What follows belongs to an exercise in optimizing a design on an open flow for small area, a short achievable clock period and few clock cycles per item; a production flow would make more cautious choices. Function was checked by simulation only, so behaviour that the tests miss may differ from the original. Power is estimated from default activity; no workload was simulated.

--- design/flow/design.v ---
module symhash (
    input  wire         clk,
    input  wire         rst,
    input  wire         in_valid,
    output wire         in_ready,
    input  wire [1:0]   in_kind,       
    input  wire [127:0] in_src_addr,   
    input  wire [127:0] in_dst_addr,
    input  wire [15:0]  in_src_port,
    input  wire [15:0]  in_dst_port,
    input  wire         in_l4,         
    input  wire         in_frag,       
    input  wire [7:0]   in_proto,
    input  wire [15:0]  in_etype,
    input  wire [11:0]  in_vid,
    input  wire [63:0]  in_udf,        
    input  wire [4:0]   in_cfg,        
    input  wire [31:0]  in_seed,       
    output wire         out_valid,
    input  wire         out_ready,
    output wire [31:0]  out_hash
);
    localparam KIND_L2   = 2'd0;
    localparam KIND_IPV4 = 2'd1;
    localparam KIND_IPV6 = 2'd2;
    localparam KIND_ERR  = 2'd3;
    localparam ST_IDLE = 2'd0;
    localparam ST_CRC  = 2'd1;
    localparam ST_DONE = 2'd2;
    wire is_l2   = (in_kind == KIND_L2);
    wire is_ipv4 = (in_kind == KIND_IPV4);
    wire is_ipv6 = (in_kind == KIND_IPV6);
    wire [127:0] src_a = is_ipv6 ? in_src_addr :
                         is_ipv4 ? {96'd0, in_src_addr[31:0]} :
                                   {80'd0, in_src_addr[47:0]};
    wire [127:0] dst_a = is_ipv6 ? in_dst_addr :
                         is_ipv4 ? {96'd0, in_dst_addr[31:0]} :
                                   {80'd0, in_dst_addr[47:0]};
    wire use_ports = !is_l2 && in_cfg[0] && in_l4 && !in_frag;
    wire [15:0] src_p = use_ports ? in_src_port : 16'd0;
    wire [15:0] dst_p = use_ports ? in_dst_port : 16'd0;
    wire swap = ({dst_a, dst_p} < {src_a, src_p});
    wire [127:0] a_addr = swap ? dst_a : src_a;
    wire [15:0]  a_port = swap ? dst_p : src_p;
    wire [127:0] b_addr = swap ? src_a : dst_a;
    wire [15:0]  b_port = swap ? src_p : dst_p;
    reg [103:0] tail;
    reg [3:0]   tail_len;
    always @(*) begin
        tail     = 104'd0;
        tail_len = 4'd0;
        if (in_cfg[4]) begin
            tail     = {in_udf, tail[103:64]};
            tail_len = tail_len + 4'd8;
        end
        if (in_cfg[3]) begin
            tail     = {4'd0, in_vid, tail[103:16]};
            tail_len = tail_len + 4'd2;
        end
        if (in_cfg[2]) begin
            tail     = {in_etype, tail[103:16]};
            tail_len = tail_len + 4'd2;
        end
        if (in_cfg[1]) begin
            tail     = {(is_l2 ? 8'd0 : in_proto), tail[103:8]};
            tail_len = tail_len + 4'd1;
        end
    end
    reg [391:0] str_left;
    reg [5:0]   str_len;
    always @(*) begin
        case (in_kind)
            KIND_L2: begin
                str_left = {a_addr[47:0], a_port, b_addr[47:0], b_port, tail, 160'd0};
                str_len  = 6'd16 + {2'd0, tail_len};
            end
            KIND_IPV4: begin
                str_left = {a_addr[31:0], a_port, b_addr[31:0], b_port, tail, 192'd0};
                str_len  = 6'd12 + {2'd0, tail_len};
            end
            KIND_IPV6: begin
                str_left = {a_addr, a_port, b_addr, b_port, tail};
                str_len  = 6'd36 + {2'd0, tail_len};
            end
            default: begin
                str_left = 392'd0;
                str_len  = 6'd0;
            end
        endcase
    end
    function [31:0] crc_byte;
        input [31:0] c;
        input [7:0]  x;
        integer i;
        begin
            crc_byte = c ^ {24'd0, x};
            for (i = 0; i < 8; i = i + 1)
                crc_byte = crc_byte[0] ? ((crc_byte >> 1) ^ 32'h82F63B78)
                                       : (crc_byte >> 1);
        end
    endfunction
    reg [1:0]   state;
    reg [391:0] sbuf;
    reg [5:0]   remain;
    reg [31:0]  crc;
    assign in_ready  = (state == ST_IDLE);
    assign out_valid = (state == ST_DONE);
    assign out_hash  = crc;
    always @(posedge clk) begin
        if (rst) begin
            state <= ST_IDLE;
        end else begin
            case (state)
                ST_IDLE: begin
                    if (in_valid) begin
                        sbuf   <= str_left;
                        remain <= str_len;
                        if (in_kind == KIND_ERR) begin
                            crc   <= 32'd0;
                            state <= ST_DONE;
                        end else begin
                            crc   <= in_seed;
                            state <= ST_CRC;
                        end
                    end
                end
                ST_CRC: begin
                    crc    <= crc_byte(crc, sbuf[391:384]);
                    sbuf   <= {sbuf[383:0], 8'd0};
                    remain <= remain - 6'd1;
                    if (remain == 6'd1)
                        state <= ST_DONE;
                end
                ST_DONE: begin
                    if (out_ready)
                        state <= ST_IDLE;
                end
                default: state <= ST_IDLE;
            endcase
        end
    end
endmodule
--- design/flow/constraint.sdc ---
create_clock -name core_clock -period 8.0 [get_ports {clk}]
set_input_delay 1.6000 -clock core_clock [delete_from_list [all_inputs] [get_ports {clk}]]
set_output_delay 1.6000 -clock core_clock [all_outputs]
set_load 0.01 [all_outputs]
--- design/flow/config.mk ---
export PLATFORM = sky130hd
export DESIGN_NAME = symhash
export DESIGN_NICKNAME = symhash
export VERILOG_FILES = /design/flow/design.v
export SDC_FILE = /design/flow/constraint.sdc
export NUM_CORES = 4
export LEC_CHECK = 0
export CAP_MARGIN = 20
export CORE_MARGIN = 2
export CORE_UTILIZATION = 35
export PLACE_DENSITY = 0.55
export SLEW_MARGIN = 20
--- design/flow/run.sh ---
#!/bin/bash
# synth_recipe.tcl (not shown) runs the flow's synth.tcl, then flattens the netlist and writes it again
# the make line also repeats each setting of config.mk as NAME=value (left out here)
make -C /OpenROAD-flow-scripts/flow DESIGN_CONFIG=/design/flow/config.mk WORK_HOME=/design/flow/orfs CLKGATE_MAP_FILE= SYNTH_SCRIPT=/design/flow/synth_recipe.tcl finish
==> results.yml <==
status:
  status: "timing/DRC/antenna clean"
worst_setup_path:
  critical_path.startpoint: "in_kind[0]"
  cp-end-kind: "register"
  reg2reg_slack_ns: 4.19
  critical_path.max_fanout: 65
  reg2reg_depth: 5
  r2r-end: "sbuf[318]"
  reg2reg_from: "state[1]"
  cp-start-kind: "input pin"
  worstSetupPathType: "input pin to register"
  worstPathRequired_ns: 8.35
  critPathArrivalTime_ns: 7.18
floorplan:
  dieArea_um2: 93800
  core_um2: 90300
  die-width_um: 306
  start_util: 0.354
  pin_count: 467
  die_y_um: 306
  placementRows: 110
power_and_ir_drop:
  ir_drop_mv: 0.147
  p_leak_nw: 14.8
  powerDensity_nw_per_um2: 215
  power.total_mw: 8.51
route:
  dr_total_vias: 33300
  routed_wl_um: 185000
  dr.pass1.iters: 10
  wire_per_inst_um: 36.0
  drc: 0
  ant_nets: 0
  drt-vias-per-instance: 6.48
  first_iter_violations: 5929
clock_network:
  cts_buffer_depth: 3
  numCtsBuffers: 53
  ctsResizeCount: 0
  tritoncts: "yes"
  path_clk_slew_ns: 0.06
  cts_num_sinks: 432
  ctsHoldBuffers: 0
  htreeDepth: 2
  cts_root_buffer: "clkbuf_16"
  clk_latency_ns: 0.64
  cts_setup_buffers: 0
logic_synthesis:
  syn_avg_cell_area_um2: 8.93
  synth_edf_count: 430
  synth_common_cells: "nand2_1 (530), edfxtp_1 (430), nor2_1 (314)"
  yosysTopAreaCell: "edfxtp_1"
  yosysWarningCount: 1
  syn-num-nets: 4162
  ys_types: 79
  seq_area_frac_synth: 0.405
  async_flop_share: 0
  synthCells: 3580
  syn_area_um2: 32000
  ys_seq_elements: 432
  yosysMostFrequentCell: "nand2_1"
  synth_top_area_share: 0.404
  synth_flop_cell: "edfxtp_1"
  synthTopCellsByArea: "edfxtp_1 (40%), nand2_1 (6.2%), ha_1 (5.8%)"
sta:
  clock_skew_ns: 0.0213
  finalHoldViolCount: 0
  final-max-slew-violation-count: 0
  slew_headroom: 0.151
  period_minus_slack_ns: 6.83
  fmaxAchievable_mhz: 146
  worstMarginPinSlew_ns: 1.27
  hold-worst-slack_ns: 0.520
  setup_violations: 0
  fin_tns_setup_ns: 0
  rsz0062_at_grt: "no"
  finalCritPeriodShare: 0.854
cells_and_area:
  layout-drive-gt1-share: 0.0732
  final_area_um2: 39700
  n_fill_cell: 8976
  fin_nets: 4490
  ff_latch_area_um2: 13000
  multiInputGateArea_um2: 17600
  syn2layout_area_growth_pct: 24.1
run:
  cap_violations: 0
place:
  post_dp_cell_area_um2: 38000
  place_hpwl_um: 139000
  portBuffers: 466
  place_congestion: 1.02
min_path:
  hold_path.class: "register to register"
  worstHoldStart: "sbuf[111]"
  min_to: "sbuf[119]"
  min_path_cells: 2
global_routing:
  grtUsageTotal: 0.380
  grt_max_degree: 204
  antenna_found_initial: 13
  grt_pass1_wl_um: 250000
  grt-ovfl-total: 0
  grt_pass1_vias: 30900
cell families after synthesis:
group           after synthesis  share of synthesized area
fa+ha+maj                   149                     0.0583
compound gates             1187                      0.240
mux                         183                     0.0656
flops                       432                      0.405
simple gates               1163                      0.158
xor+xnor                     92                     0.0259
buf+inv                     374                     0.0472
metrics by stage:
| step | util | setup slack (ns) | std cells |
|---|---|---|---|
| floorplan | - | -4.25 | 3580 |
| global placement | 0.421 | 0.799 | 5029 |
| detailed placement | 0.421 | 0.788 | 5029 |
| CTS | 0.439 | 1.44 | 5124 |
| global route | 0.439 | 1.17 | 5126 |
| finish | 0.439 | 1.17 | 5129 |
routing by layer:
layer	wire length [µm]	vias to the layer above	global-route usage
met5	103	-	0
met4	10600	10	0.186
met3	22400	399	0.0899
met2	78900	2592	0.562
met1	72600	16200	0.519
li1	-	14100	-
power breakdown:
group	switching, mW	internal [mW]
Combinational	2.02	1.15
Sequential	0.0932	2.81
Clock	1.08	1.36
critical path: stages:
cell and delay (ns):
buf_4 0.21, nor2_2 0.46, nor3_2 0.10, buf_4 0.20, and2_1 0.20, ha_1 0.22, or3b_1 0.34, or4_1 0.43
a221oi_2 0.24, a21oi_1 0.28, o211ai_2 0.34, a41o_2 0.31, buf_4 0.66, a21oi_1 0.15, a21oi_1 0.89, o221a_2 0.36
o21ai_0 0.08
sequential cells by signal, summed over array words and instances (netlist names):
name	cells
remain	6
crc	32
state	2
sbuf	392
cell usage in the layout, fill, tap and decap left out, types with 28 or more instances in the layout:
cell type and instances:
xnor2_1 65, nor3_1 44, a221oi_1 51, clkbuf_16 54, a22oi_1 57, ha_1 149
o221ai_1 28, a31oi_1 39, buf_4 101, nor2_1 308, a21oi_1 288, o21a_1 28
o21ai_1 91, o21ai_0 269, mux2i_1 123, and3_1 97, nand3_1 79, edfxtp_1 430
a211oi_1 32, inv_1 63, a22o_1 129, o211ai_1 64, clkdlybuf4s50_1 461, mux2_2 43
nand2_1 528
cell type report:
| cell class | count | area share |
|---|---|---|
| clock inverters | 31 | 0.00694 |
| clock buffers | 64 | 0.0350 |
| multi-input cells | 2774 | 0.444 |
| diodes | 5 | 0.000316 |
| inverters | 68 | 0.00653 |
| repair buffers | 579 | 0.143 |
| well taps | 1176 | 0.0371 |
| flip-flops and latches | 432 | 0.327 |
worst max path at each step:
| stage | to | slack (ns) |
|---|---|---|
| after floorplan | crc[0] | -4.25 |
| after global placement | sbuf[387] | 0.80 |
| after detailed placement | sbuf[387] | 0.79 |
| after CTS | sbuf[387] | 1.44 |
| after global routing | sbuf[387] | 1.17 |
| final | sbuf[387] | 1.17 |
Testbench counts, summed over its fixed seeds: cycles 54,196, items 2,400.

-- what the ideal ports hide --
The flow's constraints put no driver on any port. The routed layout listed below was extracted and timed again, unchanged, in two steps. Step 1 assumes that a clkbuf_16 drives the clock port and a buf_2 every other input. Step 2, shift: input delay + t, output delay - t, t = (earliest + latest rising clock arrival at the registers) / 2. This alone moves slack from input paths to output paths. Slacks: no drivers / after step 1 / after step 2; pairs: no drivers / after step 1.
t, ns: 0.698
setup slack, ns: 1.167 / 1.201 / 0.504
hold slack, ns: 0.520 / 0.520 / 0.520
clock arrival spread, ns: 0.029 / 0.029
worst slew at a driven data input, ns: 0.07
After both steps setup and hold are still met in this run. For this run, drivers alone change the setup slack by +0.034 ns; drivers and shift together by -0.663 ns.
